Source: an optimization exercise on an open RTL-to-GDS flow (aim: small area, a short achievable clock period and few clock cycles per item). Production flows keep margins and buffers that such runs may drop.
RTL that was checked went through simulation tests only; none was proved equivalent to the original.
No functional check of the RTL was part of runs 1 to 3.

==> design.v <==
module sha256_core (
    input  wire         clk,
    input  wire         rst,         
    input  wire         in_valid,
    output wire         in_ready,
    input  wire         in_first,
    input  wire [511:0] in_block,    
    output wire         out_valid,
    output wire [255:0] out_digest   
);
    localparam [255:0] IV = {32'h6a09e667, 32'hbb67ae85, 32'h3c6ef372, 32'ha54ff53a,
                             32'h510e527f, 32'h9b05688c, 32'h1f83d9ab, 32'h5be0cd19};
    function [31:0] rotr(input [31:0] x, input integer n);
        rotr = (x >> n) | (x << (32 - n));
    endfunction
    function [31:0] k_next(input [5:0] t);
        case (t)
            6'd0: k_next = 32'h71374491;
            6'd1: k_next = 32'hb5c0fbcf;
            6'd2: k_next = 32'he9b5dba5;
            6'd3: k_next = 32'h3956c25b;
            6'd4: k_next = 32'h59f111f1;
            6'd5: k_next = 32'h923f82a4;
            6'd6: k_next = 32'hab1c5ed5;
            6'd7: k_next = 32'hd807aa98;
            6'd8: k_next = 32'h12835b01;
            6'd9: k_next = 32'h243185be;
            6'd10: k_next = 32'h550c7dc3;
            6'd11: k_next = 32'h72be5d74;
            6'd12: k_next = 32'h80deb1fe;
            6'd13: k_next = 32'h9bdc06a7;
            6'd14: k_next = 32'hc19bf174;
            6'd15: k_next = 32'he49b69c1;
            6'd16: k_next = 32'hefbe4786;
            6'd17: k_next = 32'h0fc19dc6;
            6'd18: k_next = 32'h240ca1cc;
            6'd19: k_next = 32'h2de92c6f;
            6'd20: k_next = 32'h4a7484aa;
            6'd21: k_next = 32'h5cb0a9dc;
            6'd22: k_next = 32'h76f988da;
            6'd23: k_next = 32'h983e5152;
            6'd24: k_next = 32'ha831c66d;
            6'd25: k_next = 32'hb00327c8;
            6'd26: k_next = 32'hbf597fc7;
            6'd27: k_next = 32'hc6e00bf3;
            6'd28: k_next = 32'hd5a79147;
            6'd29: k_next = 32'h06ca6351;
            6'd30: k_next = 32'h14292967;
            6'd31: k_next = 32'h27b70a85;
            6'd32: k_next = 32'h2e1b2138;
            6'd33: k_next = 32'h4d2c6dfc;
            6'd34: k_next = 32'h53380d13;
            6'd35: k_next = 32'h650a7354;
            6'd36: k_next = 32'h766a0abb;
            6'd37: k_next = 32'h81c2c92e;
            6'd38: k_next = 32'h92722c85;
            6'd39: k_next = 32'ha2bfe8a1;
            6'd40: k_next = 32'ha81a664b;
            6'd41: k_next = 32'hc24b8b70;
            6'd42: k_next = 32'hc76c51a3;
            6'd43: k_next = 32'hd192e819;
            6'd44: k_next = 32'hd6990624;
            6'd45: k_next = 32'hf40e3585;
            6'd46: k_next = 32'h106aa070;
            6'd47: k_next = 32'h19a4c116;
            6'd48: k_next = 32'h1e376c08;
            6'd49: k_next = 32'h2748774c;
            6'd50: k_next = 32'h34b0bcb5;
            6'd51: k_next = 32'h391c0cb3;
            6'd52: k_next = 32'h4ed8aa4a;
            6'd53: k_next = 32'h5b9cca4f;
            6'd54: k_next = 32'h682e6ff3;
            6'd55: k_next = 32'h748f82ee;
            6'd56: k_next = 32'h78a5636f;
            6'd57: k_next = 32'h84c87814;
            6'd58: k_next = 32'h8cc70208;
            6'd59: k_next = 32'h90befffa;
            6'd60: k_next = 32'ha4506ceb;
            6'd61: k_next = 32'hbef9a3f7;
            6'd62: k_next = 32'hc67178f2;
            6'd63: k_next = 32'h428a2f98;
            default: k_next = 32'h0;
        endcase
    endfunction
    function [31:0] ivw(input integer i);
        ivw = IV[255 - 32*i -: 32];
    endfunction
    function [63:0] csa(input [31:0] x, input [31:0] y, input [31:0] z);
        csa = {x ^ y ^ z, ((x & y) | (x & z) | (y & z)) << 1};
    endfunction
    reg  [31:0] a, b, c, d, e, f, g, h;
    reg  [31:0] w [0:15];      
    reg  [31:0] hv [0:7];      
    reg  [31:0] P, Q;          
    reg  [5:0]  cnt;           
    reg         run;           
    reg         lpend;         
    reg         first_q;       
    reg         fiv;           
    reg  [3:0]  j;             
    reg         rdy;
    reg         ov;
    assign in_ready   = rdy;
    assign out_valid  = ov;
    assign out_digest = {hv[0], hv[1], hv[2], hv[3], hv[4], hv[5], hv[6], hv[7]};
    wire accept  = in_valid & rdy;
    wire loading = ~lpend & (~run | (cnt >= 6'd47));
    reg        run_n;
    reg  [5:0] cnt_n;
    reg  [3:0] j_n;
    reg        loading_n;
    always @* begin
        run_n = run;
        cnt_n = cnt;
        if (lpend) begin
            run_n = 1'b1;
            cnt_n = 6'd0;
        end else if (run) begin
            if (cnt == 6'd63) run_n = 1'b0;
            else              cnt_n = cnt + 6'd1;
        end
        j_n = (loading & in_valid & ~accept) ? j + 4'd1 : 4'd0;
        loading_n = ~accept & (~run_n | (cnt_n >= 6'd47));
    end
    always @(posedge clk) begin
        if (rst) begin
            run   <= 1'b0;
            lpend <= 1'b0;
            cnt   <= 6'd63;
            j     <= 4'd0;
            rdy   <= 1'b0;
            ov    <= 1'b0;
        end else begin
            run   <= run_n;
            lpend <= accept;
            cnt   <= cnt_n;
            j     <= j_n;
            rdy   <= loading_n & (j_n == 4'd15);
            ov    <= run & (cnt == 6'd63);
        end
    end
    always @(posedge clk) begin
        if (accept) first_q <= in_first;
        if (lpend)  fiv     <= first_q;
    end
    wire [31:0] S1  = rotr(e, 6) ^ rotr(e, 11) ^ rotr(e, 25);
    wire [31:0] CH  = (e & f) ^ (~e & g);
    wire [31:0] S0  = rotr(a, 2) ^ rotr(a, 13) ^ rotr(a, 22);
    wire [31:0] MAJ = (a & b) ^ (a & c) ^ (b & c);
    wire [63:0] ce  = csa(Q, S1, CH);
    wire [31:0] e_new = ce[63:32] + ce[31:0];
    wire [63:0] ca1 = csa(P, S1, CH);
    wire [63:0] ca2 = csa(ca1[63:32], ca1[31:0], S0);
    wire [63:0] ca3 = csa(ca2[63:32], ca2[31:0], MAJ);
    wire [31:0] a_new = ca3[63:32] + ca3[31:0];
    wire [31:0] base [0:7];
    wire [31:0] init [0:7];
    genvar gi;
    generate
        for (gi = 0; gi < 8; gi = gi + 1) begin : g_hv
            assign base[gi] = fiv     ? ivw(gi) : hv[gi];
            assign init[gi] = first_q ? ivw(gi) : hv[gi];
        end
    endgenerate
    wire [31:0] sumA = a + ((cnt == 6'd61) ? base[3] : (cnt == 6'd62) ? base[2] : base[1]);
    wire [31:0] sumE = e + ((cnt == 6'd61) ? base[7] : (cnt == 6'd62) ? base[6] : base[5]);
    wire selI = lpend & (first_q | ~run);
    always @(posedge clk) begin
        a <= selI  ? init[0] : a_new;
        b <= lpend ? (selI ? init[1] : sumA) : a;
        c <= lpend ? init[2] : b;
        d <= lpend ? init[3] : c;
        e <= selI  ? init[4] : e_new;
        f <= lpend ? (selI ? init[5] : sumE) : e;
        g <= lpend ? init[6] : f;
        h <= lpend ? init[7] : g;
    end
    wire        fold = run & (cnt == 6'd62);
    wire [31:0] opG  = lpend ? init[7] : g;
    wire [31:0] opC  = lpend ? init[3] : c;
    wire [31:0] kn   = k_next(cnt);
    wire [63:0] cp1  = csa(opG, kn, w[0]);
    wire [63:0] cp2  = csa(cp1[63:32], cp1[31:0], fold ? base[0] : 32'd0);
    wire [63:0] cq1  = csa(cp1[63:32], cp1[31:0], opC);
    wire [63:0] cq2  = csa(cq1[63:32], cq1[31:0], fold ? base[4] : 32'd0);
    always @(posedge clk) begin
        P <= cp2[63:32] + cp2[31:0];
        Q <= cq2[63:32] + cq2[31:0];
    end
    always @(posedge clk) begin
        if (run & (cnt == 6'd61)) begin
            hv[3] <= sumA;
            hv[7] <= sumE;
        end
        if (run & (cnt == 6'd62)) begin
            hv[2] <= sumA;
            hv[6] <= sumE;
        end
        if (run & (cnt == 6'd63)) begin
            hv[1] <= sumA;
            hv[5] <= sumE;
            hv[0] <= a_new;
            hv[4] <= e_new;
        end
    end
    wire [31:0] sm0 = rotr(w[1], 7) ^ rotr(w[1], 18) ^ (w[1] >> 3);
    wire [31:0] sm1 = rotr(w[14], 17) ^ rotr(w[14], 19) ^ (w[14] >> 10);
    wire [63:0] cw1 = csa(sm1, w[9], sm0);
    wire [63:0] cw2 = csa(cw1[63:32], cw1[31:0], w[0]);
    wire [31:0] w_next = cw2[63:32] + cw2[31:0];
    wire [31:0] w_in = in_block[511 - 32*j -: 32];
    integer i;
    always @(posedge clk) begin
        for (i = 0; i < 15; i = i + 1)
            w[i] <= w[i + 1];
        w[15] <= loading ? w_in : w_next;
    end
endmodule
==> run.sh <==
#!/bin/bash
# synth_recipe.tcl (not shown) runs the flow's synth.tcl, then flattens the netlist and writes it again
# the make line also repeats each setting of config.mk as NAME=value (left out here)
make -C /OpenROAD-flow-scripts/flow DESIGN_CONFIG=/design/flow/config.mk WORK_HOME=/design/flow/orfs CLKGATE_MAP_FILE= SYNTH_SCRIPT=/design/flow/synth_recipe.tcl finish
==> config.mk <==
export PLATFORM = sky130hd
export DESIGN_NAME = sha256_core
export DESIGN_NICKNAME = sha256_core
export VERILOG_FILES = /design/flow/design.v
export SDC_FILE = /design/flow/constraint.sdc
export NUM_CORES = 4
export LEC_CHECK = 0
export ABC_CLOCK_PERIOD_IN_PS = 3000
export CAP_MARGIN = 20
export CORE_MARGIN = 2
export CORE_UTILIZATION = 40
export SETUP_SLACK_MARGIN = 5
export SLEW_MARGIN = 20
==> constraint.sdc <==
create_clock -name core_clock -period 10.0 [get_ports {clk}]
set_input_delay 2.0000 -clock core_clock [delete_from_list [all_inputs] [get_ports {clk}]]
set_output_delay 2.0000 -clock core_clock [all_outputs]
set_load 0.01 [all_outputs]
==> impl_metrics.tcl, run 1 <==
set metrics [dict create \
    dr_total_vias 48361 \
    timing_hold_violations_final 0 \
    postSynthAreaPerCell_um2 10.61 \
    clock_path_buffers 3 \
    finalCriticalPeriod_ns 5.222 \
    rsz_0062_raised_after_global_routing "yes" \
    place_inst 7925 \
    post-dp-hpwl_um 214300 \
    timing.setup.tns_ns 0 \
    fin_worst_skew_ns 0.08031 \
    final_min_period_over_clock_period 0.5222 \
    rows 139 \
    grt_first_pass_wirelength_um 366300 \
    global_route.overflow_total 0 \
    via_count_of_the_first_global_routing_pass 46251 \
    clock_sinks 1072 \
    synth_seq_cells 1072 \
    num-nets-final 7271 \
    final-max-slew-violation-count 0 \
    die-width_um 385.0 \
    min-delay-path-class "flop to flop" \
    detail_route.vias_per_cell 5.882 \
    tritoncts.num_buffers 111 \
    worstMarginPinSlew_ns 1.240 \
    synthCells 5474 \
    type_of_the_setup_path_with_the_least_slack "flop to flop" \
    gpl.final_weighted_congestion 1.037 \
    synth.largest_area_cell "sky130_fd_sc_hd__dfxtp_1" \
    netlist_top_cells_area "sky130_fd_sc_hd__dfxtp_1 (28%), sky130_fd_sc_hd__edfxtp_1 (13%), sky130_fd_sc_hd__fa_1 (11%)" \
    die_height_um 385.0 \
    drt-wirelength-per-cell_um 33.17 \
    detail_route.first_pass.iterations 8 \
    worstSkewPairLatency_ns 0.77 \
    syn_nets 6545 \
    critical_path.max_fanout 10 \
    htree_num_levels 3 \
    cts.reportedPaths.clkPinSlew_ns 0.06 \
    setup.worst_path.end_class "flop" \
    area_enclosed_by_the_die_boundary_mm2 0.1483 \
    number_of_library_cell_types_mapped_by_synthesis 84 \
    drive_gt1_frac 0.1096 \
    drc 0 \
    pin_count 774 \
    core_region_area_mm2 0.1438 \
    cp_data_required_time_ns 10.64 \
    wl_um 272700 \
    cp.arrival_ns 5.87 \
    grt_start_max_net_pins 85 \
    crit_path_start_kind "flop" \
    worst_slew_margin_rel 0.1704 \
    synthesized_area_mm2 0.05808 \
    cts_tree "done" \
    grt.total_usage 0.3565 \
    synth_edf_count 258 \
    timing.max_cap.violations 0 \
    antenna_found_initial 33 \
    synth.top_cell.area_share 0.2806 \
    synth-seq-area-share 0.4140 \
    synth_top_flop_cell "sky130_fd_sc_hd__dfxtp_1" \
    timing.fmax_mhz 191.5 \
    setup_viol 0 \
    area_growth_syn_to_layout_pct 27.15 \
    start_util 0.4038 \
    postPlaceCellArea_mm2 0.06781 \
    run_status "timing/DRC/antenna clean" \
    portBuffers 773 \
    detail_route.iter0.violations 5570 \
    synthesis.yosys.warnings 3 \
    postSynth.asyncResetShare 0 \
    finish.instance_area_mm2 0.07385 \
    drt.antenna.violating_nets 0 \
    instances_no_fill 8222 \
    cts_root_buffer "sky130_fd_sc_hd__clkbuf_16" \
]
synthesized netlist by cell type (19+ instances only):
library cell,n
sky130_fd_sc_hd__ha_1,244
sky130_fd_sc_hd__mux2i_1,118
sky130_fd_sc_hd__a21o_1,119
sky130_fd_sc_hd__nand2b_1,25
sky130_fd_sc_hd__o21a_1,32
sky130_fd_sc_hd__fa_1,311
sky130_fd_sc_hd__xor2_1,111
sky130_fd_sc_hd__a31oi_1,50
sky130_fd_sc_hd__a221oi_1,34
sky130_fd_sc_hd__buf_1,32
sky130_fd_sc_hd__a21oi_1,341
sky130_fd_sc_hd__and3_1,43
sky130_fd_sc_hd__inv_1,552
sky130_fd_sc_hd__nor2b_1,29
sky130_fd_sc_hd__a22oi_1,37
sky130_fd_sc_hd__o21ai_0,275
sky130_fd_sc_hd__xnor2_1,352
sky130_fd_sc_hd__o22a_1,86
sky130_fd_sc_hd__a311oi_1,19
sky130_fd_sc_hd__a22o_1,77
sky130_fd_sc_hd__nor3_1,39
sky130_fd_sc_hd__and2_1,20
sky130_fd_sc_hd__mux4_2,129
sky130_fd_sc_hd__nand2_1,328
sky130_fd_sc_hd__o21bai_1,29
sky130_fd_sc_hd__clkbuf_1,261
sky130_fd_sc_hd__nand3_1,72
sky130_fd_sc_hd__edfxtp_1,258
sky130_fd_sc_hd__nand4_1,20
sky130_fd_sc_hd__a211oi_1,42
sky130_fd_sc_hd__o211ai_1,28
sky130_fd_sc_hd__o22ai_1,48
sky130_fd_sc_hd__o2bb2ai_1,21
sky130_fd_sc_hd__nor2_1,252
sky130_fd_sc_hd__dfxtp_1,814
sky130_fd_sc_hd__maj3_1,28
worst max-delay path, stage by stage, from the launching register on:
cell                        delay, ns
sky130_fd_sc_hd__edfxtp_1        0.42
sky130_fd_sc_hd__buf_4           0.18
sky130_fd_sc_hd__buf_4           0.17
sky130_fd_sc_hd__nand2b_2        0.40
sky130_fd_sc_hd__o22a_1          0.44
sky130_fd_sc_hd__fa_1            0.59
sky130_fd_sc_hd__inv_1           0.05
sky130_fd_sc_hd__fa_1            0.48
sky130_fd_sc_hd__inv_1           0.04
sky130_fd_sc_hd__ha_1            0.34
sky130_fd_sc_hd__o21a_1          0.26
sky130_fd_sc_hd__a211oi_4        0.35
sky130_fd_sc_hd__o2bb2ai_4       0.14
sky130_fd_sc_hd__a41oi_4         0.34
sky130_fd_sc_hd__a31oi_4         0.19
sky130_fd_sc_hd__a2111oi_4       0.33
sky130_fd_sc_hd__o21bai_1        0.10
sky130_fd_sc_hd__a21o_1          0.17
sky130_fd_sc_hd__xnor2_1         0.11
cell usage in the layout (no fill, tap or decap), types with 19 or more instances in the layout:
cell type / count
sky130_fd_sc_hd__nand2_1: 320
sky130_fd_sc_hd__and3_1: 43
sky130_fd_sc_hd__ha_1: 230
sky130_fd_sc_hd__edfxtp_1: 258
sky130_fd_sc_hd__nor2_1: 242
sky130_fd_sc_hd__nand4_1: 20
sky130_fd_sc_hd__maj3_1: 28
sky130_fd_sc_hd__diode_2: 22
sky130_fd_sc_hd__buf_4: 104
sky130_fd_sc_hd__o22ai_1: 44
sky130_fd_sc_hd__nor3_1: 37
sky130_fd_sc_hd__a22o_1: 77
sky130_fd_sc_hd__xnor2_1: 333
sky130_fd_sc_hd__a21o_1: 119
sky130_fd_sc_hd__xnor2_2: 19
sky130_fd_sc_hd__nor2b_1: 28
sky130_fd_sc_hd__o2bb2ai_1: 20
sky130_fd_sc_hd__o22a_1: 86
sky130_fd_sc_hd__nand2b_1: 22
sky130_fd_sc_hd__o21ai_0: 262
sky130_fd_sc_hd__mux2i_1: 101
sky130_fd_sc_hd__a22oi_1: 34
sky130_fd_sc_hd__a211oi_1: 33
sky130_fd_sc_hd__mux4_2: 129
sky130_fd_sc_hd__xor2_1: 109
sky130_fd_sc_hd__fa_1: 306
sky130_fd_sc_hd__o21a_1: 32
sky130_fd_sc_hd__a221oi_1: 33
sky130_fd_sc_hd__and2_1: 19
sky130_fd_sc_hd__o21bai_1: 27
sky130_fd_sc_hd__o211ai_1: 28
sky130_fd_sc_hd__clkbuf_16: 121
sky130_fd_sc_hd__nand3_1: 72
sky130_fd_sc_hd__clkdlybuf4s50_1: 773
sky130_fd_sc_hd__dfxtp_2: 25
sky130_fd_sc_hd__a21oi_1: 325
sky130_fd_sc_hd__inv_1: 542
sky130_fd_sc_hd__dfxtp_1: 774
sky130_fd_sc_hd__a31oi_1: 47
area by class of cell:
cell class                      count  area, µm²
Fill cell                       13088      69980
Multi-Input combinational cell   3546      31880
Sequential cell                  1072      24130
Timing Repair Buffer              915       9259
Clock buffer                      141       3105
Tap cell                         1903       2381
Inverter                          553       2116
Clock inverter                     69      912.1
Antenna cell                       22      55.05
Timing Repair inverter              1      8.758
path summary, 6_finish.rpt:
path / start / end / slack, ns / cells after the start
max reg2reg: first_q / Q[31] / 4.78 / 18
min: w[7][17] / w[6][17] / 0.28 / 0
max: first_q / Q[31] / 4.78 / 18
min reg2reg: w[7][17] / w[6][17] / 0.28 / 0
through the flow:
step	setup slack [ns]	hold WS [ns]	utilization
2_1_floorplan	4.966	0.3096	-
3_3_place_gp	3.431	0.3095	0.4715
3_5_place_dp	3.377	0.3121	0.4715
4_1_cts	4.751	0.2727	0.5071
5_1_grt	4.679	0.2851	0.5133
6_report	4.778	0.2768	0.5134
per-layer routing:
metal	part of all wire	routed length [µm]	GRT usage	up-vias
met5	0.00024	65	0	-
met4	0.071	19410	0.2166	10
met3	0.10	27220	0.08227	539
met2	0.43	117900	0.5300	2897
met1	0.40	108100	0.4711	24234
li1	-	-	-	20681
timing repair:
item,CTS,global route
setup endpoints to repair,216,127
hold buffers,0,0
pin swaps,27,32
resized for setup,175,117
buffers inserted,29,24
cloned,5,7
state kept, by name, summed over array words and instances, names as in the netlist, 4 cells and up:
name / cells
b: 32
cnt: 6
Q: 32
hv: 256
a: 32
f: 32
kn: 32
e: 32
w: 512
P: 32
c: 32
j: 4
g: 32
cells by family (layout without fill, tap and decap cells):
family,after synthesis,after routing,share of synthesized area
AO/OA/AOI/OAI,1377,1377,0.1583
XOR/XNOR,463,463,0.06982
adder cells (fa/ha/maj),583,583,0.1646
buffers and inverters,859,1679,0.05580
flip-flops,1072,1072,0.4140
multiplexers,248,248,0.07056
other,0,22,0
AND/OR/NAND/NOR,872,875,0.06696
==> run 2: changes to the inputs <==
--- a/design.v
+++ b/design.v
@@ -87,2 +87,25 @@
     endfunction
+    function [31:0] add_bk(input [31:0] x, input [31:0] y);
+        reg [31:0] gg, tt, G, T;
+        integer lv, i;
+        begin
+            gg = x & y;
+            tt = x ^ y;
+            G  = gg;
+            T  = tt;
+            for (lv = 0; lv < 5; lv = lv + 1)
+                for (i = 0; i < 32; i = i + 1)
+                    if ((i % (2 << lv)) == (2 << lv) - 1) begin
+                        G[i] = G[i] | (T[i] & G[i - (1 << lv)]);
+                        T[i] = T[i] & T[i - (1 << lv)];
+                    end
+            for (lv = 3; lv >= 0; lv = lv - 1)
+                for (i = 0; i < 32; i = i + 1)
+                    if (i >= (3 << lv) - 1 && (i % (2 << lv)) == (1 << lv) - 1) begin
+                        G[i] = G[i] | (T[i] & G[i - (1 << lv)]);
+                        T[i] = T[i] & T[i - (1 << lv)];
+                    end
+            add_bk = tt ^ {G[30:0], 1'b0};
+        end
+    endfunction
     function [63:0] csa(input [31:0] x, input [31:0] y, input [31:0] z);
@@ -92,4 +115,6 @@
     reg  [31:0] w [0:15];      
-    reg  [31:0] hv [0:7];      
+    reg  [31:0] ra [0:3];      
+    reg  [31:0] re [0:3];      
     reg  [31:0] P, Q;          
+    reg  [1:0]  ph;            
     reg  [5:0]  cnt;           
@@ -104,3 +129,3 @@
     assign out_valid  = ov;
-    assign out_digest = {hv[0], hv[1], hv[2], hv[3], hv[4], hv[5], hv[6], hv[7]};
+    assign out_digest = {ra[0], ra[3], ra[2], ra[1], re[0], re[3], re[2], re[1]};
     wire accept  = in_valid & rdy;
@@ -121,3 +146,3 @@
         end
-        j_n = (loading & in_valid & ~accept) ? j + 4'd1 : 4'd0;
+        j_n = (loading & in_valid & ~accept & ((j != 4'd0) | (ph == 2'd3))) ? j + 4'd1 : 4'd0;
         loading_n = ~accept & (~run_n | (cnt_n >= 6'd47));
@@ -126,2 +151,3 @@
         if (rst) begin
+            ph    <= 2'd3;
             run   <= 1'b0;
@@ -133,2 +159,3 @@
         end else begin
+            ph    <= ph + 2'd1;
             run   <= run_n;
@@ -155,51 +182,50 @@
     wire [31:0] a_new = ca3[63:32] + ca3[31:0];
-    wire [31:0] base [0:7];
-    wire [31:0] init [0:7];
-    genvar gi;
-    generate
-        for (gi = 0; gi < 8; gi = gi + 1) begin : g_hv
-            assign base[gi] = fiv     ? ivw(gi) : hv[gi];
-            assign init[gi] = first_q ? ivw(gi) : hv[gi];
-        end
-    endgenerate
-    wire [31:0] sumA = a + ((cnt == 6'd61) ? base[3] : (cnt == 6'd62) ? base[2] : base[1]);
-    wire [31:0] sumE = e + ((cnt == 6'd61) ? base[7] : (cnt == 6'd62) ? base[6] : base[5]);
+    wire [31:0] init0 = first_q ? ivw(0) : ra[1];
+    wire [31:0] init1 = first_q ? ivw(1) : ra[0];
+    wire [31:0] init2 = first_q ? ivw(2) : ra[3];
+    wire [31:0] init3 = first_q ? ivw(3) : ra[2];
+    wire [31:0] init4 = first_q ? ivw(4) : re[1];
+    wire [31:0] init5 = first_q ? ivw(5) : re[0];
+    wire [31:0] init6 = first_q ? ivw(6) : re[3];
+    wire [31:0] init7 = first_q ? ivw(7) : re[2];
+    wire [31:0] ivA   = (cnt == 6'd61) ? ivw(3) : (cnt == 6'd62) ? ivw(2) : ivw(1);
+    wire [31:0] ivE   = (cnt == 6'd61) ? ivw(7) : (cnt == 6'd62) ? ivw(6) : ivw(5);
+    wire [31:0] sumA  = add_bk(a, fiv ? ivA : ra[0]);
+    wire [31:0] sumE  = add_bk(e, fiv ? ivE : re[0]);
+    wire        fin   = run & (cnt >= 6'd61);
+    wire        last  = run & (cnt == 6'd63);
     wire selI = lpend & (first_q | ~run);
     always @(posedge clk) begin
-        a <= selI  ? init[0] : a_new;
-        b <= lpend ? (selI ? init[1] : sumA) : a;
-        c <= lpend ? init[2] : b;
-        d <= lpend ? init[3] : c;
-        e <= selI  ? init[4] : e_new;
-        f <= lpend ? (selI ? init[5] : sumE) : e;
-        g <= lpend ? init[6] : f;
-        h <= lpend ? init[7] : g;
+        a <= selI  ? init0 : a_new;
+        b <= lpend ? (selI ? init1 : sumA) : a;
+        c <= lpend ? init2 : b;
+        d <= lpend ? init3 : c;
+        e <= selI  ? init4 : e_new;
+        f <= lpend ? (selI ? init5 : sumE) : e;
+        g <= lpend ? init6 : f;
+        h <= lpend ? init7 : g;
+    end
+    always @(posedge clk) begin
+        ra[0] <= last ? a_new : ra[1];
+        ra[1] <= ra[2];
+        ra[2] <= ra[3];
+        ra[3] <= fin ? sumA : ra[0];
+        re[0] <= last ? e_new : re[1];
+        re[1] <= re[2];
+        re[2] <= re[3];
+        re[3] <= fin ? sumE : re[0];
     end
     wire        fold = run & (cnt == 6'd62);
-    wire [31:0] opG  = lpend ? init[7] : g;
-    wire [31:0] opC  = lpend ? init[3] : c;
+    wire [31:0] base0 = fiv ? ivw(0) : ra[2];
+    wire [31:0] base4 = fiv ? ivw(4) : re[2];
+    wire [31:0] opG  = lpend ? init7 : g;
+    wire [31:0] opC  = lpend ? init3 : c;
     wire [31:0] kn   = k_next(cnt);
     wire [63:0] cp1  = csa(opG, kn, w[0]);
-    wire [63:0] cp2  = csa(cp1[63:32], cp1[31:0], fold ? base[0] : 32'd0);
+    wire [63:0] cp2  = csa(cp1[63:32], cp1[31:0], fold ? base0 : 32'd0);
     wire [63:0] cq1  = csa(cp1[63:32], cp1[31:0], opC);
-    wire [63:0] cq2  = csa(cq1[63:32], cq1[31:0], fold ? base[4] : 32'd0);
-    always @(posedge clk) begin
-        P <= cp2[63:32] + cp2[31:0];
-        Q <= cq2[63:32] + cq2[31:0];
-    end
-    always @(posedge clk) begin
-        if (run & (cnt == 6'd61)) begin
-            hv[3] <= sumA;
-            hv[7] <= sumE;
-        end
-        if (run & (cnt == 6'd62)) begin
-            hv[2] <= sumA;
-            hv[6] <= sumE;
-        end
-        if (run & (cnt == 6'd63)) begin
-            hv[1] <= sumA;
-            hv[5] <= sumE;
-            hv[0] <= a_new;
-            hv[4] <= e_new;
-        end
+    wire [63:0] cq2  = csa(cq1[63:32], cq1[31:0], fold ? base4 : 32'd0);
+    always @(posedge clk) begin
+        P <= add_bk(cp2[63:32], cp2[31:0]);
+        Q <= add_bk(cq2[63:32], cq2[31:0]);
     end
@@ -209,3 +235,3 @@
     wire [63:0] cw2 = csa(cw1[63:32], cw1[31:0], w[0]);
-    wire [31:0] w_next = cw2[63:32] + cw2[31:0];
+    wire [31:0] w_next = add_bk(cw2[63:32], cw2[31:0]);
     wire [31:0] w_in = in_block[511 - 32*j -: 32];
==> run 2 against run 1 <==
  * Utilization rose by 1.3 points
  * Fmax decreased by 9.1%
  * Wire length shrank 9.4%
  * Critical path depth rose by 7
  * Register-to-register slack worse by 0.52 ns
  * Critical endpoint unchanged
==> impl_metrics.tcl, run 2 <==
set metrics [dict create \
    run_status "timing/DRC/antenna clean" \
    ys_top_cells_by_count "sky130_fd_sc_hd__dfxtp_1 (1072), sky130_fd_sc_hd__inv_1 (589), sky130_fd_sc_hd__nand2_1 (432)" \
    netlist_top_cells_area "sky130_fd_sc_hd__dfxtp_1 (39%), sky130_fd_sc_hd__fa_1 (14%), sky130_fd_sc_hd__ha_1 (5.5%)" \
    largest_reg_flops 512 \
    biggest_register "w" \
    cp.arrival_ns 6.44 \
    num-nets-final 7276 \
    drt.antenna.violating_nets 0 \
    rows 135 \
    timing_hold_violations_final 0 \
    antenna_found_initial 30 \
    start_util 0.4037 \
    die_height_um 374.0 \
    synth-seq-area-share 0.3930 \
    rrSetupSlack_ns 4.26 \
    tritoncts.num_buffers 111 \
    portBuffers 773 \
    mostFrequentLayoutCell "sky130_fd_sc_hd__dfxtp_1" \
    synth_top_flop_cell "sky130_fd_sc_hd__dfxtp_1" \
    clock_path_buffers 3 \
    synth_edf_count 2 \
    synthesized_area_mm2 0.05476 \
    clock_sinks 1074 \
    synthCells 5342 \
    syn_nets 6480 \
    core_region_area_mm2 0.1356 \
    multi_input_gate_area_mm2 0.03147 \
    postSynth.asyncResetShare 0 \
    detail_route.vias_per_cell 5.588 \
    synth.most_common_cell "sky130_fd_sc_hd__dfxtp_1" \
    finalCriticalPeriod_ns 5.745 \
    die-width_um 374.0 \
    critical_path.max_fanout 8 \
    setup_viol 0 \
    worstMarginPinSlew_ns 1.132 \
    fin_worst_skew_ns 0.06421 \
    grt.total_usage 0.3451 \
    fin_worst_hold_slack_ns 0.2786 \
    htree_num_levels 3 \
    drt-wirelength-per-cell_um 30.79 \
    type_of_the_setup_path_with_the_least_slack "flop to flop" \
    drc 0 \
    grt_first_pass_wirelength_um 341400 \
    synth_seq_cells 1074 \
    worstSkewPairLatency_ns 0.78 \
    synth.top_cell.area_share 0.3919 \
    synth.largest_area_cell "sky130_fd_sc_hd__dfxtp_1" \
    layout.cells.most_common_list "sky130_fd_sc_hd__dfxtp_1 (1010), sky130_fd_sc_hd__clkdlybuf4s50_1 (773), sky130_fd_sc_hd__inv_1 (575)" \
    detail_route.first_pass.iterations 6 \
    area_enclosed_by_the_die_boundary_mm2 0.1399 \
    gpl.final_weighted_congestion 0.9847 \
    wl_um 247000 \
    final-max-slew-violation-count 0 \
    number_of_library_cell_types_mapped_by_synthesis 92 \
    pin_count 774 \
    synthesis.yosys.warnings 4 \
    post-dp-hpwl_um 193200 \
    dr_total_vias 44822 \
    biggestRegsByFlops "w: 512 flops, ra: 128 flops, re: 128 flops" \
    timing.setup.tns_ns 0 \
    regArea_mm2 0.02166 \
    detail_route.iter0.violations 4617 \
    area_growth_syn_to_layout_pct 30.37 \
    drive_gt1_frac 0.1326 \
    cts.reportedPaths.clkPinSlew_ns 0.06 \
    setup.worst_path.end_class "flop" \
    postSynthAreaPerCell_um2 10.25 \
    global_route.overflow_total 0 \
    crit_path_start_kind "flop" \
    worst_slew_margin_rel 0.2457 \
    timing.fmax_mhz 174.1 \
    rsz_0062_raised_after_global_routing "yes" \
    cts_root_buffer "sky130_fd_sc_hd__clkbuf_16" \
    num-fill-cells 12086 \
    min-delay-path-class "flop to flop" \
    timing.max_cap.violations 0 \
    final_min_period_over_clock_period 0.5745 \
    grt_start_max_net_pins 90 \
    cp_data_required_time_ns 10.70 \
    via_count_of_the_first_global_routing_pass 44602 \
    cts_tree "done" \
]
==> run 2: cell types whose count changed in the layout (fill, tap and decap cells not counted), moves of 62 or more <==
| cell | previous run | this run |
|---|---|---|
| sky130_fd_sc_hd__fa_1 | 306 | 368 |
| sky130_fd_sc_hd__edfxtp_1 | 258 | 2 |
| sky130_fd_sc_hd__a21oi_1 | 325 | 211 |
| sky130_fd_sc_hd__dfxtp_1 | 774 | 1010 |
| sky130_fd_sc_hd__xnor2_1 | 333 | 258 |
| sky130_fd_sc_hd__nand2_1 | 320 | 429 |
==> run 2: worst max-delay path, cell delays in order (launching register included) <==
cell and delay, ns:
sky130_fd_sc_hd__edfxtp_1 0.41, sky130_fd_sc_hd__buf_12 0.16, sky130_fd_sc_hd__nor2_4 0.14, sky130_fd_sc_hd__buf_12 0.15, sky130_fd_sc_hd__a22o_1 0.15, sky130_fd_sc_hd__fa_1 0.42
sky130_fd_sc_hd__inv_2 0.08, sky130_fd_sc_hd__fa_1 0.40, sky130_fd_sc_hd__inv_1 0.08, sky130_fd_sc_hd__fa_1 0.42, sky130_fd_sc_hd__ha_1 0.28, sky130_fd_sc_hd__a21o_1 0.18
sky130_fd_sc_hd__a21oi_4 0.16, sky130_fd_sc_hd__o211ai_1 0.20, sky130_fd_sc_hd__a221oi_2 0.39, sky130_fd_sc_hd__nand2b_4 0.22, sky130_fd_sc_hd__o21ai_4 0.09, sky130_fd_sc_hd__o41ai_4 0.29
sky130_fd_sc_hd__o2111ai_1 0.16, sky130_fd_sc_hd__o211a_1 0.17, sky130_fd_sc_hd__fa_2 0.34, sky130_fd_sc_hd__xnor2_1 0.14, sky130_fd_sc_hd__xnor2_1 0.24, sky130_fd_sc_hd__xnor2_1 0.17
sky130_fd_sc_hd__xnor2_1 0.15, sky130_fd_sc_hd__xnor2_1 0.13
==> run 2: metal layers <==
layer | wire, µm | track usage
met1 | 95680 | 0.4309
met2 | 117600 | 0.5785
met3 | 17950 | 0.04845
met4 | 15790 | 0.1829
met5 | 12 | 0
==> run 2: kinds of logic (layout without fill, tap and decap cells) <==
logic type,Yosys count,in the layout,synth area share
buf+inv,891,1769,0.06201
mux,221,221,0.06272
flops,1074,1074,0.3930
simple gates,916,918,0.07170
fa+ha+maj,654,654,0.2005
other cells,0,18,0
xor+xnor,405,405,0.06477
compound gates,1181,1181,0.1453
==> run 2: stage by stage <==
step | area (µm²) | utilization | setup slack (ns) | cells
floorplan | 54950 | - | 4.541 | 5342
global placement | 64440 | 0.4751 | 2.913 | 7678
detailed placement | 64450 | 0.4752 | 2.838 | 7678
CTS | 70130 | 0.5171 | 4.201 | 7948
global route | 71380 | 0.5263 | 4.000 | 8018
finish | 71390 | 0.5263 | 4.255 | 8021
==> run 2: layout make-up <==
| type | instances | share of cell area |
|---|---|---|
| antenna | 18 | 0.0006309 |
| clock buffer | 140 | 0.04255 |
| clock inverter | 57 | 0.01241 |
| inverter | 594 | 0.03149 |
| multi-input combinational | 3379 | 0.4408 |
| sequential | 1074 | 0.3034 |
| tap | 1781 | 0.03121 |
| timing repair buffer | 978 | 0.1375 |
==> run 2: what timing repair did <==
item | in CTS | in global routing
resized for setup | 237 | 159
cloned | 7 | 0
buffers inserted | 66 | 55
hold buffers | 0 | 0
pin swaps | 55 | 74
endpoints found under the setup margin | 141 | 67
==> run 2: path summary, 6_finish.rpt <==
kind         startpoint  endpoint  cells past startpoint
max             first_q     Q[31]                     25
min            w[7][16]  w[6][16]                      0
max reg2reg     first_q     Q[31]                     25
min reg2reg    w[7][16]  w[6][16]                      0
==> run 3: changes to the inputs <==
--- a/config.mk
+++ b/config.mk
@@ -7,3 +7,2 @@
 export LEC_CHECK = 0
-export ABC_CLOCK_PERIOD_IN_PS = 3000
 export CAP_MARGIN = 20
@@ -11,3 +10,2 @@
 export CORE_UTILIZATION = 40
-export SETUP_SLACK_MARGIN = 5
 export SLEW_MARGIN = 20
==> run 3 against run 2 <==
  * Still clean
  * Fmax down 22%
  * Via count shrank 2.5%
  * Sequential cell count did not move
  * Cell area shrank 4.3%
  * Critical endpoint unchanged
==> impl_metrics.tcl, run 3 <==
set metrics [dict create \
    die-width_um 374.0 \
    regToRegStartpoint "lpend" \
    rsz_0062_raised_after_global_routing "no" \
    finalCriticalPeriod_ns 7.327 \
    cp_data_required_time_ns 10.65 \
    drt-wirelength-per-cell_um 30.07 \
    final-max-slew-violation-count 0 \
    detail_route.iter0.violations 4318 \
    mostFrequentLayoutCell "sky130_fd_sc_hd__dfxtp_1" \
    antenna_found_initial 23 \
    crit_chain "clkinv_2 -> nor2_4 -> a22o_1 -> fa_1 -> inv_1 -> fa_1 -> inv_1 -> fa_1 -> ha_1 -> a21o_1 -> a21oi_1 -> o211ai_1 -> a221oi_1 -> nand2b_1 -> o21ai_1 -> o41ai_1 -> o2111ai_1 -> o211a_1 -> fa_1 -> xnor2_1 -> xnor2_1 -> xnor2_1 -> xnor2_1 -> xnor2_1" \
    tritoncts.num_buffers 111 \
    clock_sinks 1074 \
    synth_top_flop_cell "sky130_fd_sc_hd__dfxtp_1" \
    synth.top_cell.area_share 0.3919 \
    grt_first_pass_wirelength_um 331600 \
    wl_um 237600 \
    worstHoldStart "w[3][16]" \
    path_common_cell "sky130_fd_sc_hd__xnor2_1" \
    worst_slew_margin_rel 0.2268 \
    synth_seq_cells 1074 \
    start_util 0.4037 \
    layout.cells.most_common_list "sky130_fd_sc_hd__dfxtp_1 (1069), sky130_fd_sc_hd__clkdlybuf4s50_1 (773), sky130_fd_sc_hd__inv_1 (587)" \
    num-nets-final 7148 \
    crit_path_max_incr_delay_ns 0.84 \
    worst_case_hold_path_end_point "w[2][16]" \
    core_region_area_mm2 0.1356 \
    biggest_register "w" \
    critical_path.reg2reg.endpoint "Q[31]" \
    final_min_period_over_clock_period 0.7327 \
    biggestRegsByFlops "w: 512 flops, ra: 128 flops, re: 128 flops" \
    layout_setup_ws_ns 2.673 \
    timing.setup.tns_ns 0 \
    reg2regPathDepth 24 \
    worstPathBufferInverterCount 3 \
    synth.most_common_cell "sky130_fd_sc_hd__dfxtp_1" \
    htree_num_levels 3 \
    timing_hold_violations_final 0 \
    type_of_the_setup_path_with_the_least_slack "flop to flop" \
    die_height_um 374.0 \
    setup.worst_path.end_class "flop" \
    postSynthAreaPerCell_um2 10.25 \
    drc 0 \
    worstSkewPairLatency_ns 0.79 \
    cts.reportedPaths.clkPinSlew_ns 0.06 \
    syn_nets 6480 \
    cts-hold-fix-buffers 0 \
    pin_count 774 \
    synth.largest_area_cell "sky130_fd_sc_hd__dfxtp_1" \
    detail_route.first_pass.iterations 8 \
    critical_path.slowest_cell "sky130_fd_sc_hd__o41ai_1" \
    critical_path.max_fanout 23 \
    area_enclosed_by_the_die_boundary_mm2 0.1399 \
    worstMarginPinSlew_ns 1.156 \
    ys_top_cells_by_count "sky130_fd_sc_hd__dfxtp_1 (1072), sky130_fd_sc_hd__inv_1 (589), sky130_fd_sc_hd__nand2_1 (432)" \
    cp.arrival_ns 7.98 \
    portBuffers 773 \
    min-delay-path-class "flop to flop" \
    rows 135 \
    grt.total_usage 0.3338 \
    synthCells 5342 \
    timing.max_cap.violations 0 \
    drive_gt1_frac 0.07438 \
    postSynth.asyncResetShare 0 \
    setup_viol 0 \
    grt_start_max_net_pins 102 \
    global_route.overflow_total 0 \
    drt.antenna.violating_nets 0 \
    cts_root_buffer "sky130_fd_sc_hd__clkbuf_16" \
    fin_worst_skew_ns 0.09463 \
    post-dp-hpwl_um 191600 \
    timing.fmax_mhz 136.5 \
    number_of_library_cell_types_mapped_by_synthesis 92 \
    synthesized_area_mm2 0.05476 \
    cts_setup_buffers 0 \
    synth-seq-area-share 0.3930 \
    clock_path_buffers 3 \
    cts.repair.resized 0 \
    synth_edf_count 2 \
    netlist_top_cells_area "sky130_fd_sc_hd__dfxtp_1 (39%), sky130_fd_sc_hd__fa_1 (14%), sky130_fd_sc_hd__ha_1 (5.5%)" \
    critical_path.top_delay_family "compound AO/OA/AOI/OAI gates" \
    gpl.final_weighted_congestion 0.9956 \
    num-fill-cells 12366 \
    crit_path_start_kind "flop" \
    largest_reg_flops 512 \
    area_growth_syn_to_layout_pct 24.81 \
    cts_tree "done" \
    via_count_of_the_first_global_routing_pass 43804 \
    dr_total_vias 43720 \
    rrSetupSlack_ns 2.67 \
    run_status "timing/DRC/antenna clean" \
    synthesis.yosys.warnings 4 \
    detail_route.vias_per_cell 5.533 \
    holdPathStages 0 \
    place_worst_setup_slack_ns 2.584 \
]
run 3: cell counts after synthesis:
Identical to the previous run, type by type.
run 3: how the worst max path moves through the flow:
stage	depth (start not counted)	slack, ns	startpoint	endpoint
floorplan	25	3.71	lpend	Q[31]
CTS	24	2.63	lpend	Q[31]
detailed placement	24	2.58	lpend	Q[31]
finish	24	2.67	lpend	Q[31]
global placement	24	2.60	lpend	Q[31]
global route	24	2.15	lpend	Q[31]
run 3: logic make-up (layout without fill, tap and decap cells):
kind of cell,Yosys count,in the layout,synth area share
xor gates and xnor gates,405,405,0.06477
AOI/OAI and AO/OA,1181,1181,0.1453
DFF,1074,1074,0.3930
other,0,16,0
adders and majority gates,654,654,0.2005
muxes,221,221,0.06272
buffers and inverters,891,1653,0.06201
and+or+nand+nor,916,916,0.07170
run 3: area by class of cell:
type	count	area (µm²)	area share
Antenna cell	16	40.04	0.0005858
Clock buffer	152	3223	0.04716
Clock inverter	55	719.4	0.01053
Inverter	594	2231	0.03264
Multi-Input combinational cell	3377	30010	0.4390
Sequential cell	1074	21530	0.3150
Tap cell	1781	2228	0.03260
Timing Repair Buffer	852	8368	0.1224
run 3: worst register-to-register path: stages, from the launching register on:
cell	delay, ns
sky130_fd_sc_hd__dfxtp_4	0.58
sky130_fd_sc_hd__clkinv_2	0.22
sky130_fd_sc_hd__nor2_4	0.45
sky130_fd_sc_hd__a22o_1	0.24
sky130_fd_sc_hd__fa_1	0.41
sky130_fd_sc_hd__inv_1	0.12
sky130_fd_sc_hd__fa_1	0.42
sky130_fd_sc_hd__inv_1	0.08
sky130_fd_sc_hd__fa_1	0.43
sky130_fd_sc_hd__ha_1	0.28
sky130_fd_sc_hd__a21o_1	0.16
sky130_fd_sc_hd__a21oi_1	0.31
sky130_fd_sc_hd__o211ai_1	0.23
sky130_fd_sc_hd__a221oi_1	0.45
sky130_fd_sc_hd__nand2b_1	0.19
sky130_fd_sc_hd__o21ai_1	0.22
sky130_fd_sc_hd__o41ai_1	0.85
sky130_fd_sc_hd__o2111ai_1	0.24
sky130_fd_sc_hd__o211a_1	0.20
sky130_fd_sc_hd__fa_1	0.44
sky130_fd_sc_hd__xnor2_1	0.19
sky130_fd_sc_hd__xnor2_1	0.16
sky130_fd_sc_hd__xnor2_1	0.17
sky130_fd_sc_hd__xnor2_1	0.16
sky130_fd_sc_hd__xnor2_1	0.08
run 3: layer usage:
layer	vias up	GRT usage	share of wire
li1	19398	-	-
met1	21730	0.4102	0.39
met2	2152	0.5515	0.47
met3	432	0.06123	0.075
met4	8	0.1879	0.062
met5	-	0	0.00021
run 3: through the flow:
stage | std cells | util | area (µm²) | hold WS (ns)
2_1_floorplan | 5342 | - | 54760 | 0.3096
3_3_place_gp | 7678 | 0.4745 | 64370 | 0.3097
3_5_place_dp | 7678 | 0.4746 | 64370 | 0.3121
4_1_cts | 7885 | 0.5036 | 68310 | 0.2558
5_1_grt | 7898 | 0.5039 | 68340 | 0.2555
6_report | 7901 | 0.5039 | 68350 | 0.2547
==> run 4: changes to the inputs <==
--- a/design.v
+++ b/design.v
@@ -176,8 +176,13 @@
     wire [31:0] MAJ = (a & b) ^ (a & c) ^ (b & c);
-    wire [63:0] ce  = csa(Q, S1, CH);
-    wire [31:0] e_new = ce[63:32] + ce[31:0];
-    wire [63:0] ca1 = csa(P, S1, CH);
-    wire [63:0] ca2 = csa(ca1[63:32], ca1[31:0], S0);
-    wire [63:0] ca3 = csa(ca2[63:32], ca2[31:0], MAJ);
-    wire [31:0] a_new = ca3[63:32] + ca3[31:0];
+    wire        last  = run & (cnt == 6'd63);
+    wire [31:0] z0    = last ? (fiv ? ivw(0) : ra[1]) : 32'd0;
+    wire [31:0] z4    = last ? (fiv ? ivw(4) : re[1]) : 32'd0;
+    wire [63:0] ce1 = csa(Q, z4, CH);
+    wire [63:0] ce2 = csa(ce1[63:32], ce1[31:0], S1);
+    wire [31:0] e_new = ce2[63:32] + ce2[31:0];
+    wire [63:0] ca1 = csa(P, z0, CH);
+    wire [63:0] ca2 = csa(S1, S0, MAJ);
+    wire [63:0] ca3 = csa(ca1[63:32], ca1[31:0], ca2[31:0]);
+    wire [63:0] ca4 = csa(ca3[63:32], ca3[31:0], ca2[63:32]);
+    wire [31:0] a_new = ca4[63:32] + ca4[31:0];
     wire [31:0] init0 = first_q ? ivw(0) : ra[1];
@@ -195,3 +200,2 @@
     wire        fin   = run & (cnt >= 6'd61);
-    wire        last  = run & (cnt == 6'd63);
     wire selI = lpend & (first_q | ~run);
@@ -217,5 +221,2 @@
     end
-    wire        fold = run & (cnt == 6'd62);
-    wire [31:0] base0 = fiv ? ivw(0) : ra[2];
-    wire [31:0] base4 = fiv ? ivw(4) : re[2];
     wire [31:0] opG  = lpend ? init7 : g;
@@ -224,8 +225,6 @@
     wire [63:0] cp1  = csa(opG, kn, w[0]);
-    wire [63:0] cp2  = csa(cp1[63:32], cp1[31:0], fold ? base0 : 32'd0);
     wire [63:0] cq1  = csa(cp1[63:32], cp1[31:0], opC);
-    wire [63:0] cq2  = csa(cq1[63:32], cq1[31:0], fold ? base4 : 32'd0);
-    always @(posedge clk) begin
-        P <= add_bk(cp2[63:32], cp2[31:0]);
-        Q <= add_bk(cq2[63:32], cq2[31:0]);
+    always @(posedge clk) begin
+        P <= cp1[63:32] + cp1[31:0];
+        Q <= cq1[63:32] + cq1[31:0];
     end
@@ -235,3 +234,3 @@
     wire [63:0] cw2 = csa(cw1[63:32], cw1[31:0], w[0]);
-    wire [31:0] w_next = add_bk(cw2[63:32], cw2[31:0]);
+    wire [31:0] w_next = cw2[63:32] + cw2[31:0];
     wire [31:0] w_in = in_block[511 - 32*j -: 32];
--- a/config.mk
+++ b/config.mk
@@ -7,2 +7,3 @@
 export LEC_CHECK = 0
+export ABC_CLOCK_PERIOD_IN_PS = 3000
 export CAP_MARGIN = 20
@@ -10,2 +11,3 @@
 export CORE_UTILIZATION = 40
+export SETUP_SLACK_MARGIN = 5
 export SLEW_MARGIN = 20
==> run 4 against run 3 <==
  * Still clean on timing, DRC and antenna
  * Setup slack improved by 1.9 ns
  * Sequential share of layout area decreased by 0.96 points
  * Clock skew decreased by 0.018 ns
  * Fmax increased by 34%
  * Register-to-register slack improved by 1.9 ns
  * Worst hold slack got worse by 0.0012 ns
  * Synthesized cell count increased by 3.6%
==> impl_metrics.tcl, run 4 <==
set metrics [dict create \
    detail_route.iter0.violations 4537 \
    synthesized_area_mm2 0.05511 \
    dr_total_vias 45862 \
    cts_root_buffer "sky130_fd_sc_hd__clkbuf_16" \
    worstMarginPinSlew_ns 1.128 \
    fin_worst_skew_ns 0.07648 \
    worstSkewPairLatency_ns 0.77 \
    rsz_0062_raised_after_global_routing "yes" \
    run_status "timing/DRC/antenna clean" \
    synth_compound_area_frac 0.1678 \
    cts.reportedPaths.clkPinSlew_ns 0.07 \
    drc 0 \
    yosys.area_share.simple 0.08239 \
    drt-wirelength-per-cell_um 29.21 \
    met2_wirelength_um 116600 \
    highest_layer "met5" \
    mostFrequentLayoutCell "sky130_fd_sc_hd__dfxtp_1" \
    ys_top_cells_by_count "sky130_fd_sc_hd__dfxtp_1 (1072), sky130_fd_sc_hd__nand2_1 (526), sky130_fd_sc_hd__inv_1 (447)" \
    cp_data_required_time_ns 10.63 \
    synthXorXnorAreaFrac 0.06786 \
    cts-hold-fix-buffers 0 \
    biggest_register "w" \
    grt.total_usage 0.3316 \
    clock_sinks 1074 \
    detail_route.first_pass.iterations 6 \
    drt.antenna.violating_nets 0 \
    reg2regPathDepth 21 \
    setup.worst_path.end_class "flop" \
    grt_first_pass_wirelength_um 333100 \
    biggestRegsByFlops "w: 512 flops, ra: 128 flops, re: 128 flops" \
    antenna_found_initial 24 \
    dr_wl_met3_um 16480 \
    largest_reg_flops 512 \
    synth-seq-area-share 0.3905 \
    num-nets-final 7367 \
    timing.max_cap.violations 0 \
    postSynthAreaPerCell_um2 9.960 \
    crit_path_start_kind "flop" \
    final_min_period_over_clock_period 0.5449 \
    finalCriticalPeriod_ns 5.449 \
    pin_count 774 \
    area_growth_syn_to_layout_pct 28.35 \
    die-width_um 375.2 \
    area_enclosed_by_the_die_boundary_mm2 0.1408 \
    postSynth.asyncResetShare 0 \
    min-delay-path-class "flop to flop" \
    synth_seq_cells 1074 \
    post-dp-hpwl_um 187100 \
    synth_top_flop_cell "sky130_fd_sc_hd__dfxtp_1" \
    timing.fmax_mhz 183.5 \
    type_of_the_setup_path_with_the_least_slack "flop to flop" \
    grt_start_max_net_pins 98 \
    detail_route.vias_per_cell 5.616 \
    holdPathStages 0 \
    synth.largest_area_cell "sky130_fd_sc_hd__dfxtp_1" \
    clock_path_buffers 3 \
    worst_slew_margin_rel 0.2398 \
    synth_adder_area_share 0.1788 \
    wl_met1_um 89410 \
    die_height_um 375.2 \
    timing_hold_violations_final 0 \
    htree_num_levels 3 \
    critical_path.max_fanout 6 \
    rows 136 \
    synth.most_common_cell "sky130_fd_sc_hd__dfxtp_1" \
    setup_viol 0 \
    layout.cells.most_common_list "sky130_fd_sc_hd__dfxtp_1 (1033), sky130_fd_sc_hd__clkdlybuf4s50_1 (773), sky130_fd_sc_hd__nand2_1 (521)" \
    synthesis.yosys.warnings 4 \
    number_of_library_cell_types_mapped_by_synthesis 80 \
    synth.top_cell.area_share 0.3894 \
    netlist_top_cells_area "sky130_fd_sc_hd__dfxtp_1 (39%), sky130_fd_sc_hd__fa_1 (12%), sky130_fd_sc_hd__ha_1 (5.5%)" \
    core_region_area_mm2 0.1372 \
    drive_gt1_frac 0.1110 \
    largest_family_of_logic_cells_by_synthesized_area "adder cells" \
    mux_contribution_to_synthesized_area 0.06019 \
    final-max-slew-violation-count 0 \
    portBuffers 773 \
    cp.arrival_ns 6.08 \
    tritoncts.num_buffers 108 \
    synth_edf_count 2 \
    synthCells 5533 \
    global_route.overflow_total 0 \
    wl_um 238500 \
    syn_nets 6631 \
    gpl.final_weighted_congestion 0.9788 \
    timing.setup.tns_ns 0 \
    start_util 0.4018 \
    via_count_of_the_first_global_routing_pass 45711 \
    cts_tree "done" \
]
-- run 4: changes by cell type after synthesis, moves of 23 or more --
cell | before | now
sky130_fd_sc_hd__a21oi_1 | 242 | 302
sky130_fd_sc_hd__nand2_1 | 432 | 526
sky130_fd_sc_hd__o21ai_0 | 263 | 372
sky130_fd_sc_hd__xnor2_1 | 305 | 333
sky130_fd_sc_hd__fa_1 | 383 | 341
sky130_fd_sc_hd__clkbuf_1 | 240 | 271
sky130_fd_sc_hd__buf_2 | 31 | 8
sky130_fd_sc_hd__maj3_1 | 32 | 1
sky130_fd_sc_hd__inv_1 | 589 | 447
-- run 4: critical path, cell delays in order, from the launching register on --
cell,delay (ns)
sky130_fd_sc_hd__dfxtp_4,0.37
sky130_fd_sc_hd__nand4_1,0.20
sky130_fd_sc_hd__nor3_4,0.20
sky130_fd_sc_hd__buf_6,0.15
sky130_fd_sc_hd__buf_12,0.14
sky130_fd_sc_hd__and3_4,0.19
sky130_fd_sc_hd__fa_1,0.41
sky130_fd_sc_hd__inv_1,0.07
sky130_fd_sc_hd__fa_1,0.40
sky130_fd_sc_hd__inv_1,0.08
sky130_fd_sc_hd__fa_1,0.45
sky130_fd_sc_hd__ha_4,0.24
sky130_fd_sc_hd__a21o_1,0.20
sky130_fd_sc_hd__a21oi_2,0.16
sky130_fd_sc_hd__o21ai_2,0.08
sky130_fd_sc_hd__or3_4,0.40
sky130_fd_sc_hd__o21a_4,0.26
sky130_fd_sc_hd__a221o_1,0.35
sky130_fd_sc_hd__or4_1,0.41
sky130_fd_sc_hd__a31oi_1,0.23
sky130_fd_sc_hd__xor2_1,0.24
sky130_fd_sc_hd__a21oi_1,0.09
-- run 4: per-stage QoR --
step	instances	instance area, µm²	setup WS (ns)	hold slack [ns]	utilization
after global placement	7849	64670	3.299	0.3095	0.4715
after detailed placement	7849	64670	3.317	0.3121	0.4715
after global routing	8164	70730	4.437	0.2590	0.5157
after floorplan	5533	55300	4.854	0.3096	-
final	8166	70730	4.551	0.2535	0.5157
after CTS	8124	70020	4.588	0.2533	0.5105
-- run 4: area by class of cell --
class,count,area (µm²)
antenna,12,30.03
clock buffer,144,3060
clock inverter,57,772.0
fill,12336,66420
inverter,452,1727
multi-input combinational,3694,31860
sequential,1074,21600
tap,1794,2245
timing repair buffer,939,9442
-- run 4: path summary, 6_finish.rpt --
path | startpoint | end | slack (ns)
worst min register to register | w[12][2] | w[11][2] | 0.25
worst min-delay path | w[12][2] | w[11][2] | 0.25
worst max register to register | cnt[5] | a[29] | 4.55
worst max-delay path | cnt[5] | a[29] | 4.55
-- run 4: timing repair --
action | CTS | global route
cloned | 11 | 0
endpoints found under the setup margin | 222 | 94
buffers inserted | 63 | 30
pin swaps | 39 | 39
resized for setup | 171 | 103
-- run 4: cells by family after synthesis --
group                      Yosys count
adders and majority gates          583
buffers and inverters              768
AOI/OAI and AO/OA                 1415
and+or+nand+nor                   1056
muxes                              210
DFF                               1074
xor gates and xnor gates           427
-- run 4: routing by layer --
metal	vias up	global-route usage
li1	20530	-
met3	498	0.04854
met5	-	0
met2	2325	0.5722
met4	6	0.1938
met1	22503	0.3927
Testbench counts of run 4, summed over its fixed seeds: cycles 20,624, items 320.
==> run 5: changes to the inputs <==
==> flow/run.sh (new file) <==
#!/bin/bash
# The standard ORFS layout (standard.sh), except that the port buffers that
# global placement inserts on every input and output use the smallest buffer
# cell instead of the resizer's default choice.
set -euo pipefail
bash standard.sh "BUFFER_PORTS_ARGS=-buffer_cell sky130_fd_sc_hd__buf_1" finish > standard.log 2>&1
==> standard.sh (new file) <==
#!/bin/bash
# synth_recipe.tcl (not shown) runs the flow's synth.tcl, then flattens the netlist and writes it again
# the make line also repeats each setting of config.mk as NAME=value (left out here)
make -C /OpenROAD-flow-scripts/flow DESIGN_CONFIG=/design/flow/config.mk WORK_HOME=/design/flow/orfs CLKGATE_MAP_FILE= SYNTH_SCRIPT=/design/flow/synth_recipe.tcl "${@:-finish}"
removed: run.sh
==> run 5 against run 4 <==
  * Die area is the same
  * Sequential cell count is the same
  * Non-clock buffer count is the same
  * First-iteration DRC count shrank 2.9%
  * Largest cell class unchanged
  * Final cell count grew 0.28%
==> impl_metrics.tcl, run 5 <==
set metrics [dict create \
    detail_route.iter0.violations 4405 \
    cts.reportedPaths.clkPinSlew_ns 0.07 \
    crit_chain "mux2i_2 -> inv_1 -> fa_1 -> inv_1 -> fa_1 -> inv_1 -> ha_1 -> ha_2 -> inv_2 -> fa_2 -> nor2b_1 -> o21a_1 -> o21a_1 -> a41o_1 -> o21a_4 -> a221o_1 -> or4b_4 -> a31oi_4 -> xnor2_2 -> o21ai_1" \
    path_common_cell "sky130_fd_sc_hd__inv_1" \
    crit_path_max_incr_delay_ns 0.68 \
    place_worst_setup_slack_ns 3.234 \
    post-dp-hpwl_um 184700 \
    grt_first_pass_wirelength_um 328500 \
    wl_um 239400 \
    regArea_mm2 0.02158 \
    area_enclosed_by_the_die_boundary_mm2 0.1408 \
    synthCells 5533 \
    synth-seq-area-share 0.3905 \
    timing.setup.tns_ns 0 \
    final-max-slew-violation-count 0 \
    detail_route.vias_per_cell 5.629 \
    timing.max_cap.violations 0 \
    start_util 0.4018 \
    fin_worst_hold_slack_ns 0.2244 \
    worstPathBufferInverterCount 4 \
    finalCriticalPeriod_ns 5.517 \
    num-fill-cells 13017 \
    run_status "timing/DRC/antenna clean" \
    synthesis.yosys.warnings 4 \
    timing_hold_violations_final 0 \
    clock_sinks 1074 \
    synthesized_area_mm2 0.05511 \
    drive_gt1_frac 0.1094 \
    htree_num_levels 3 \
    netlist_top_cells_area "sky130_fd_sc_hd__dfxtp_1 (39%), sky130_fd_sc_hd__fa_1 (12%), sky130_fd_sc_hd__ha_1 (5.5%)" \
    synth.top_cell.area_share 0.3894 \
    core_region_area_mm2 0.1372 \
    setup.worst_path.end_class "flop" \
    postSynth.asyncResetShare 0 \
    cts_root_buffer "sky130_fd_sc_hd__clkbuf_16" \
    multi_input_gate_area_mm2 0.03167 \
    tritoncts.num_buffers 113 \
    ys_top_cells_by_count "sky130_fd_sc_hd__dfxtp_1 (1072), sky130_fd_sc_hd__nand2_1 (526), sky130_fd_sc_hd__inv_1 (447)" \
    postSynthAreaPerCell_um2 9.960 \
    gpl.final_weighted_congestion 1.006 \
    drc 0 \
    area_growth_syn_to_layout_pct 19.88 \
    grt.total_usage 0.3284 \
    layout.cells.most_common_list "sky130_fd_sc_hd__dfxtp_1 (1039), sky130_fd_sc_hd__buf_1 (772), sky130_fd_sc_hd__nand2_1 (519)" \
    largest_reg_flops 512 \
    layout_setup_ws_ns 4.483 \
    type_of_the_setup_path_with_the_least_slack "flop to flop" \
    grt_start_max_net_pins 97 \
    synth.largest_area_cell "sky130_fd_sc_hd__dfxtp_1" \
    biggest_register "w" \
    rsz_0062_raised_after_global_routing "yes" \
    timing.fmax_mhz 181.2 \
    worstMarginPinSlew_ns 1.168 \
    regToRegStartpoint "e[1]" \
    detail_route.first_pass.iterations 6 \
    via_count_of_the_first_global_routing_pass 44808 \
    die_height_um 375.2 \
    synth_seq_cells 1074 \
    drt.antenna.violating_nets 0 \
    cp.arrival_ns 6.10 \
    critical_path.max_fanout 5 \
    mostFrequentLayoutCell "sky130_fd_sc_hd__dfxtp_1" \
    number_of_library_cell_types_mapped_by_synthesis 80 \
    die-width_um 375.2 \
    portBuffers 773 \
    crit_path_start_kind "flop" \
    synth_edf_count 2 \
    worstSkewPairLatency_ns 0.77 \
    synth_top_flop_cell "sky130_fd_sc_hd__dfxtp_1" \
    drt-wirelength-per-cell_um 29.23 \
    critical_path.top_delay_family "adder cells" \
    biggestRegsByFlops "w: 512 flops, ra: 128 flops, re: 128 flops" \
    global_route.overflow_total 0 \
    cp_data_required_time_ns 10.58 \
    critical_path.slowest_cell "sky130_fd_sc_hd__dfxtp_1" \
    synth.most_common_cell "sky130_fd_sc_hd__dfxtp_1" \
    rows 136 \
    cts-hold-fix-buffers 0 \
    startpoint "e[1]" \
    worstHoldStart "w[3][2]" \
    pin_count 774 \
    setup_viol 0 \
    min-delay-path-class "flop to flop" \
    fin_worst_skew_ns 0.1159 \
    final_min_period_over_clock_period 0.5517 \
    dr_total_vias 46096 \
    final_util 0.4817 \
    syn_nets 6631 \
    worst_slew_margin_rel 0.2177 \
    antenna_found_initial 33 \
    clock_path_buffers 3 \
    num-nets-final 7372 \
    cts_tree "done" \
]
[run 5: path summary, 6_finish.rpt]
check | to | slack, ns | cells after the start
worst max register to register | a[31] | 4.48 | 20
worst max-delay path | a[31] | 4.48 | 20
worst min-delay path | w[2][2] | 0.22 | 0
worst min register to register | w[2][2] | 0.22 | 0
[run 5: worst reg2reg max path: cells and delay by family (launching register included)]
kind                       cells  cell delay (ns)
and+or+nand+nor                2             0.58
muxes                          1             0.44
DFF                            1             0.68
adders and majority gates      5             1.66
AOI/OAI and AO/OA              7             1.57
buffers and inverters          4             0.27
xor gates and xnor gates       1             0.14
[run 5: final cells by class]
type / count / area share
multi-input cells: 3693 / 0.4795
flip-flops and latches: 1074 / 0.3267
repair buffers: 939 / 0.07203
clock buffers: 140 / 0.04648
well taps: 1794 / 0.03398
inverters: 452 / 0.02616
clock inverters: 75 / 0.01426
diodes: 21 / 0.0007955
repair inverters: 1 / 0.0001326
[run 5: cell families (layout without fill, tap and decap cells)]
logic type	after synthesis	in the layout	synth area share
AOI/OAI and AO/OA	1415	1415	0.1678
DFF	1074	1074	0.3905
and+or+nand+nor	1056	1058	0.08239
buffers and inverters	768	1607	0.05251
adders and majority gates	583	583	0.1788
xor gates and xnor gates	427	427	0.06786
muxes	210	210	0.06019
other	0	21	0
[run 5: timing repair]
item / CTS / global route
setup endpoints to repair: 217 / 113
pin swaps: 23 / 46
resized for setup: 120 / 132
cloned: 8 / 6
buffers inserted: 41 / 44
[run 5: per-layer routing]
layer	up-vias	track usage	wire length [µm]
met3	582	0.06135	19670
met4	6	0.2049	17280
li1	20541	-	-
met5	-	0	45
met2	2479	0.5516	114300
met1	22488	0.3882	88090
[run 5: metrics by stage]
step | instances | area, µm²
2_1_floorplan | 5533 | 55300
3_3_place_gp | 7854 | 59890
3_5_place_dp | 7854 | 59890
4_1_cts | 8118 | 64970
5_1_grt | 8184 | 66050
6_report | 8189 | 66060

## port drivers added, routing unchanged
How much do the figures lean on ideal ports? The routed layouts below were timed once more, with nothing changed but the port constraints.
Step 1: set_driving_cell puts a clkbuf_16 on clk and a buf_2 on each other input, an assumption about the parent block.
Step 2, shift: input delay + t, output delay - t, t = (earliest + latest rising clock arrival at the registers) / 2. This alone moves slack from input paths to output paths.
Slacks: no drivers / after step 1 / after step 2; pairs: no drivers / after step 1.
run | t, ns | setup slack, ns | worst setup path after step 2 | slew at the worst register clock pin (ns)
run 1 | 0.811 | 4.778 / 4.778 / 4.252 | input to register | 0.08 / 0.08
run 2 | 0.819 | 4.255 / 4.255 / 4.255 | register to register | 0.07 / 0.07
run 3 | 0.819 | 2.673 / 2.673 / 2.673 | register to register | 0.07 / 0.07
run 4 | 0.826 | 4.551 / 4.551 / 4.339 | input to register | 0.08 / 0.08
run 5 | 0.802 | 4.483 / 4.483 / 4.319 | input to register | 0.08 / 0.08
After both steps setup and hold are still met in every run listed. For run 1, which loses most, drivers alone change the setup slack by 0.000 ns; drivers and shift together by -0.526 ns.
